Context: an optimization exercise on an open-source flow, tuned for small area and a short achievable clock period. The choices shown serve that exercise and are no tape-out recipe.
The RTL was checked by simulation tests, not by an equivalence proof against the original design.
Power figures rest on the tool's default switching activity, not on a simulated workload.

Setup of sierra:
Design pod_cvt, start of the top module:
module pod_cvt (
    input  wire        clk,
    input  wire        rst,
    input  wire        in_valid,
    input  wire [31:0] in_x,        
    input  wire [3:0]  in_dtype,    
    input  wire        in_sr,       
    input  wire [31:0] in_w,        
    output reg         out_valid,
    output reg  [31:0] out_y,       
    output reg         out_nan      
);
    genvar gi;
    wire a_i4  = (in_dtype == 4'd0);
    wire a_i8  = (in_dtype == 4'd1);
    wire a_u8  = (in_dtype == 4'd2);
    wire a_u16 = (in_dtype == 4'd3);
    wire a_f4  = (in_dtype == 4'd4);
    wire a_e4  = (in_dtype == 4'd5);
    wire a_e5  = (in_dtype == 4'd6);
    wire a_h   = (in_dtype == 4'd7);
    wire a_bf  = (in_dtype == 4'd8);
    wire a_i32 = (in_dtype == 4'd10);
    wire a_int = a_i4 | a_i8 | a_u8 | a_u16 | a_i32;
    wire a_flt = a_f4 | a_e4 | a_e5 | a_h | a_bf;
    wire [7:0] ex  = in_x[30:23];
    wire       enz = |ex;
  ...
export LEC_CHECK = 0
export ABC_AREA = 1
export CAP_MARGIN = 20
export CORE_MARGIN = 2
export CORE_UTILIZATION = 40
export CTS_BUF_LIST = sky130_fd_sc_hd__clkbuf_8
export SLEW_MARGIN = 20
create_clock -name core_clock -period 18.0 [get_ports {clk}]
standard.sh (not shown) runs the stock make flow with config.mk's settings and CLKGATE_MAP_FILE= SYNTH_SCRIPT=/design/flow/synth_recipe.tcl, a recipe that flattens the netlist after the stock synthesis.
==> flow/flow/run.sh <==
#!/bin/bash
# Own layout flow: ORFS, as standard.sh runs it, with these changes:
#  - synthesis (the same Yosys steps as synth_recipe.tcl, so the registers keep
#    their names and cells) maps the logic with ABC scripts of its own
#    (flow/abc_proc.tcl): the logic feeding the input registers with
#    flow/abc1.script at delay target flow/abc1_delay, the rest with
#    flow/abc.script at flow/abc_delay; Yosys's full-adder extraction is off
#    (ADDER_MAP_FILE empty) so that ABC sees all of the logic;
#  - ports are buffered (the same buffer_ports step) with the cell named in
#    flow/port_buffer;
#  - the layout steps get the make variables in flow/make_vars, if any
#    (optimisation settings such as repair_timing's setup margin).
# Each tool's output goes to a log of its own in this folder.
set -euo pipefail
W=$(pwd)
F=$W/flow
export OWN_ABC_D=$(cat $F/abc_delay)
export OWN_ABC_SCRIPT=$W/own_abc.script
sed "s/{D}/-D $OWN_ABC_D/g" $F/abc.script > $OWN_ABC_SCRIPT
if [[ -f $F/abc1.script ]]; then
  export OWN_ABC1_D=$(cat $F/abc1_delay)
  export OWN_ABC1_SCRIPT=$W/own_abc1.script
  sed "s/{D}/-D $OWN_ABC1_D/g" $F/abc1.script > $OWN_ABC1_SCRIPT
fi
{ head -n 1 $W/synth_recipe.tcl; cat $F/abc_proc.tcl; tail -n +2 $W/synth_recipe.tcl; } > $W/own_synth.tcl
SYN=SYNTH_SCRIPT=$W/own_synth.tcl
# the knobs standard.sh passes on make's command line
KNOBS=$(sed -n 's/^make .*CLKGATE_MAP_FILE= [^ ]* \(.*\) "\${@:-finish}"$/\1/p' $W/standard.sh)
BUF=$(cat $F/port_buffer 2>/dev/null || echo sky130_fd_sc_hd__buf_1)
# extra make variables for the layout steps (optimisation effort only)
EXTRA=$(cat $F/make_vars 2>/dev/null | tr '\n' ' ' || true)
MK="make -C $FLOW_HOME DESIGN_CONFIG=$W/config.mk WORK_HOME=$W/orfs CLKGATE_MAP_FILE="
eval "$MK $SYN $KNOBS ADDER_MAP_FILE= synth" > $W/log_synth.txt 2>&1
eval "$MK $SYN $KNOBS $EXTRA BUFFER_PORTS_ARGS=\"-buffer_cell $BUF\" finish" > $W/log_layout.txt 2>&1
R=$W/orfs/results/$FLOW_PLATFORM/pod_cvt/base
: # left out here: write the final layout as DEF
==> flow/flow/make_vars <==
SETUP_SLACK_MARGIN=12.9
Other scripts of this flow, unchanged in this note and not shown: flow/flow/abc.script, flow/flow/abc1.script, flow/flow/abc1_delay, flow/flow/abc_delay, flow/flow/abc_proc.tcl, flow/flow/port_buffer
Having completed the whole flow, sierra delivered a layout that passed the timing, DRC and antenna checks.
Edits applied to the flow inputs when going from sierra to onyx:
- a deleted CTS_BUF_LIST that had been sky130_fd_sc_hd__clkbuf_8
==> flow/flow/make_vars <==
SETUP_SLACK_MARGIN=12
[summary]
Relative to sierra, maximum frequency decreased by 0.021 GHz in onyx.
For the number of fill cells in the layout, onyx came in 44 higher than sierra did.
Looking at largest vdd supply drop, onyx sits 0.0014 mV above sierra.
Going from sierra to onyx, number of instances resized during post-cts repair went down by 4; overall power of the completed layout went up by 0.0026 mW; count of input and output buffers was more or less identical; post-route worst hold slack went down by 4.5 ps.
Per the comparison of onyx with sierra, areal power density over the cells went up; total wire length shrank by about 4.3%.
sierra has a lower minimum period implied by the final worst setup slack than onyx.
Looking at setup slack, onyx sits 550 ps lower than sierra does.
diff inputs: onyx => maple
- an added CTS_BUF_LIST of sky130_fd_sc_hd__clkbuf_8
- a change of CORE_UTILIZATION from 40 to 30
==> flow/flow/make_vars <==
SETUP_SLACK_MARGIN=12.75
## What came out
- Synthesis-to-layout area growth, onyx and maple: higher on maple
- Clock-pin slew reported for the worst setup and hold paths after clock tree synthesis up 30 ps in maple wrt onyx
- Taking onyx as the reference, in maple share of the core filled with cells went down by 10 points, area occupied by registers increased 14 µm², total internal power fell 7.5%, worst path setup slack after routing went up by 310 ps, floorplan core area went up.
- Summary — number of instances resized during post-cts repair, maple relative to onyx: higher, by 8.
- | count of inserted tapcells | maple vs onyx | 70 higher |
What nickel does differently from maple at the input level:
- a change of CORE_UTILIZATION from 30 to 40
==> flow/flow/make_vars <==
SETUP_SLACK_MARGIN=12.6
Findings:
Worst setup margin delta for nickel relative to maple: 87 ps higher. Compared with maple, nickel shows a higher average via count per standard cell. The critical path capture point comes out out_y[30] in one run and r_s[2] in the other, namely in nickel and maple respectively. Between nickel and maple, it is nickel whose smallest hold slack is higher, by 11 ps. Slew of the pin with the lowest slew margin: maple vs nickel, no meaningful difference. As far as proportion of synthesized chip area in sequential cells goes, maple and nickel are indistinguishable; the numbers are identical. Going from maple to nickel, wire length of the first global-routing pass shrank by a few percent. Comparing nickel against maple, there is no change at all in xor and xnor fraction of the mapped netlist area. Arrival time reported for the critical path endpoint for nickel: 70 ps down relative to maple. Against maple, nickel comes in 0.48 points lower on portion of the clock cycle consumed by the worst path in the final layout.

* * *

## v50
Starting RTL as in the previous note.
Design pod_cvt, start of the top module:
module pod_cvt (
    input  wire        clk,
    input  wire        rst,
    input  wire        in_valid,
    input  wire [31:0] in_x,        
    input  wire [3:0]  in_dtype,    
    input  wire        in_sr,       
    input  wire [31:0] in_w,        
    output reg         out_valid,
    output reg  [31:0] out_y,       
    output reg         out_nan      
);
    genvar gi;
    wire a_i4  = (in_dtype == 4'd0);
    wire a_i8  = (in_dtype == 4'd1);
    wire a_u8  = (in_dtype == 4'd2);
    wire a_u16 = (in_dtype == 4'd3);
    wire a_f4  = (in_dtype == 4'd4);
    wire a_e4  = (in_dtype == 4'd5);
    wire a_e5  = (in_dtype == 4'd6);
    wire a_h   = (in_dtype == 4'd7);
    wire a_bf  = (in_dtype == 4'd8);
    wire a_i32 = (in_dtype == 4'd10);
    wire a_int = a_i4 | a_i8 | a_u8 | a_u16 | a_i32;
    wire a_flt = a_f4 | a_e4 | a_e5 | a_h | a_bf;
    wire [7:0] ex  = in_x[30:23];
    wire       enz = |ex;
    wire       eff = &ex;
    wire       mnz = |in_x[22:0];
    wire [7:0] ex1 = {ex[7:1], ex[0] | ~enz};      
    wire [5:0] el = ex1[5:0];
    wire [5:0] s_int = 6'd30 - el;      
    wire [5:0] s_h   = 6'd6  - el;      
    wire [5:0] s_e5  = 6'd14 - el;      
    wire [5:0] s_e4  = 6'd21 - el;      
    wire [5:0] s_f4  = 6'd29 - el;      
    wire nrm_h  = (ex >= 8'd113);
    wire nrm_e4 = (ex >= 8'd121);
    wire nrm_f4 = (ex >= 8'd127);
    reg  [5:0] s;
    always @(*) begin
        s = s_int;
        if (a_h)  s = nrm_h  ? 6'd21 : s_h;
        if (a_bf) s = 6'd24;
        if (a_e4) s = nrm_e4 ? 6'd28 : s_e4;
        if (a_e5) s = nrm_h  ? 6'd29 : s_e5;
        if (a_f4) s = nrm_f4 ? 6'd30 : s_f4;
    end
    reg        r_valid;
    reg [23:0] r_sig;
    reg        r_sgn;
    reg [5:0]  r_s;
    reg        r_mnz;
    reg [7:0]  r_ex;
    reg [31:0] r_w;
    reg [3:0]  r_dt;
    reg        r_sr;
    always @(posedge clk) begin
        if (rst)
            r_valid <= 1'b0;
        else
            r_valid <= in_valid;
        r_sig  <= {enz, in_x[22:0]};
        r_sgn  <= in_x[31];
        r_s    <= s;
        r_mnz  <= mnz;
        r_ex   <= ex;
        r_w    <= in_w;
        r_dt   <= in_dtype;
        r_sr   <= in_sr;
    end
    wire t_i4  = (r_dt == 4'd0);
    wire t_i8  = (r_dt == 4'd1);
  ...
==> flow/config.mk <==
export PLATFORM = sky130hd
export DESIGN_NAME = pod_cvt
export DESIGN_NICKNAME = pod_cvt
export VERILOG_FILES = /design/flow/design.v
export SDC_FILE = /design/flow/constraint.sdc
export NUM_CORES = 4
export LEC_CHECK = 0
export ABC_AREA = 1
export CAP_MARGIN = 20
export CORE_MARGIN = 2
export CORE_UTILIZATION = 40
export CTS_BUF_LIST = sky130_fd_sc_hd__clkbuf_8
export PLACE_DENSITY = 0.75
export SLEW_MARGIN = 20
==> flow/constraint.sdc <==
create_clock -name core_clock -period 18.0 [get_ports {clk}]
set_input_delay 3.6000 -clock core_clock [delete_from_list [all_inputs] [get_ports {clk}]]
set_output_delay 3.6000 -clock core_clock [all_outputs]
set_load 0.01 [all_outputs]
==> flow/flow/abc.script <==
strash
dc2
strash
dch
map {D}
buffer -p
upsize {D}
dnsize {D}
==> flow/flow/abc1.script <==
strash
dc2
strash
dch
map {D}
==> flow/flow/abc1_delay <==
800
==> flow/flow/abc_delay <==
3500
==> flow/flow/abc_proc.tcl <==
# Technology mapping with own ABC scripts: the logic that feeds the input
# registers (cells named r_*) first, with its own delay target, then the rest.
proc abc {args} {
  set a $args
  set i [lsearch $a -script]; lset a [expr {$i+1}] $::env(OWN_ABC_SCRIPT)
  set i [lsearch $a -D]; lset a [expr {$i+1}] $::env(OWN_ABC_D)
  if {[info exists ::env(OWN_ABC1_SCRIPT)] && $::env(OWN_ABC1_SCRIPT) ne ""} {
    set a1 $args
    set i [lsearch $a1 -script]; lset a1 [expr {$i+1}] $::env(OWN_ABC1_SCRIPT)
    set i [lsearch $a1 -D]; lset a1 [expr {$i+1}] $::env(OWN_ABC1_D)
    yosys select -set s1 {c:r_*} %ci*
    yosys abc {*}$a1 {@s1}
  }
  yosys abc {*}$a
}
==> flow/flow/make_vars <==
SETUP_SLACK_MARGIN=12.75
==> flow/flow/port_buffer <==
sky130_fd_sc_hd__buf_1
Scripts as last shown in full above: flow/flow/run.sh
v50 closes out successfully: all stages finished, all timing, DRC and antenna checks passed.
Edits applied to the flow inputs when going from v50 to v11:
Settings: removing CTS_BUF_LIST (formerly sky130_fd_sc_hd__clkbuf_8); removing PLACE_DENSITY (formerly 0.75).
==> flow/flow/make_vars <==
SETUP_SLACK_MARGIN=13
Notes after the runs:
- The portion of the clock cycle consumed by the worst path in the final layout was comparable across v50 and v11.
- v11 reports a higher via count of the first global-routing pass than v50 does.
- Summary of v11 over v50: total wire length went up by about 1.5%, CTS clock-pin slew for the worst setup and hold paths went down by 0.02 ns, first-pass GRT wire length went up by 1.4%, worst hold slack was more or less identical.
- Final RePlAce weighted congestion on v11 is down relative to v50.
- Looking at final setup skew, v11 sits 0.0066 ns below v50.
- Reported for v50 and v11, synthesized cell count turned out identical to the last digit.
What v18 does differently from v11 at the input level:
Settings: CTS_BUF_LIST: unset -> sky130_fd_sc_hd__clkbuf_8.
==> flow/flow/abc_delay <==
3750
==> flow/flow/make_vars <==
SETUP_SLACK_MARGIN=12.75
==> run summary <==
When the final numbers for v18 and v11 were put side by side, the buffering stage count on the worst path with inverters included turned out to be smaller in v18.
Per the comparison of v18 with v11, synthesized area now sits lower; post-CTS resize count picked up an extra 14; wire length on met2 -4.6%; maximum number of pins on one net before global-route repair dropped 3; highest clock frequency the design can meet fell by about 9%.
v18 vs v11 on total net switching power: v18 is the lower one.
#### Input delta (v56 over v18)
Settings: a deleted CTS_BUF_LIST that had been sky130_fd_sc_hd__clkbuf_8.
==> flow/flow/abc_delay <==
3500
### Flow results
As of v56, internal power component had risen by a little under 10% compared to v18.
Between v56 and v18, the post-synthesis average cell area is lower for v56.
When the final numbers for v56 and v18 were put side by side, the worst hold slack turned out to be greater in v56.
v56 vs v18 — routed length on met3 dropped about 10%.
Lower die extent in y goes to v18 over v56.
Measured against each other, v56 and v18 differ in total power consumption of the routed design, the lower figure coming from v18.
### v56 -> v21
Settings: CORE_UTILIZATION now 60, was 40.
- Measured against each other, v21 and v56 differ in peak supply drop, the lower figure coming from v56.
- Re critical path depth: v56 was lower than v21.
- Of v21 and v56, the run reporting the higher cell-internal power was v21.
- Looking at last element of the critical path, the r_s[2] result is from v21; the r_s[0] one comes from v56.
- | first-pass GRT wire length | v21 vs v56 | better |

==> re-timing with driven ports <==
Ports are ideal in the flow. The routed layouts listed here were re-timed in OpenROAD.
Step 1, drivers: a clkbuf_16 drives clk and a buf_2 each remaining input, both assumed.
Step 2 moves the port delays by t, midway between the first and last clock arrival at a register: inputs arrive t later, outputs are due t later. That takes back most of the time a late clock gives input paths.
a / b / c = ideal / step 1 / step 2; a / b = the first two.
run	t (ns)	setup WS [ns]	hold WS [ns]	worst setup path after step 2
sierra	0.431	13.151 / 13.164 / 12.739	0.420 / 0.420 / 0.420	input to register
onyx	0.402	12.605 / 12.605 / 12.605	0.415 / 0.415 / 0.415	register to register
maple	0.440	12.920 / 12.939 / 12.500	0.409 / 0.409 / 0.409	input to register
nickel	0.431	13.007 / 13.007 / 12.668	0.420 / 0.420 / 0.420	input to register
v50	0.439	13.108 / 13.108 / 12.769	0.416 / 0.416 / 0.416	input to register
v11	0.406	13.125 / 13.125 / 12.811	0.415 / 0.415 / 0.415	input to register
v18	0.434	12.621 / 12.621 / 12.621	0.411 / 0.411 / 0.411	register to register
v56	0.403	13.039 / 13.062 / 12.658	0.415 / 0.415 / 0.415	input to register
v21	0.401	12.951 / 12.971 / 12.570	0.425 / 0.425 / 0.425	input to register
After both steps setup and hold are still met in every run listed. The setup slack of maple, which loses most, moves by +0.019 ns with the drivers and by -0.420 ns with both steps.
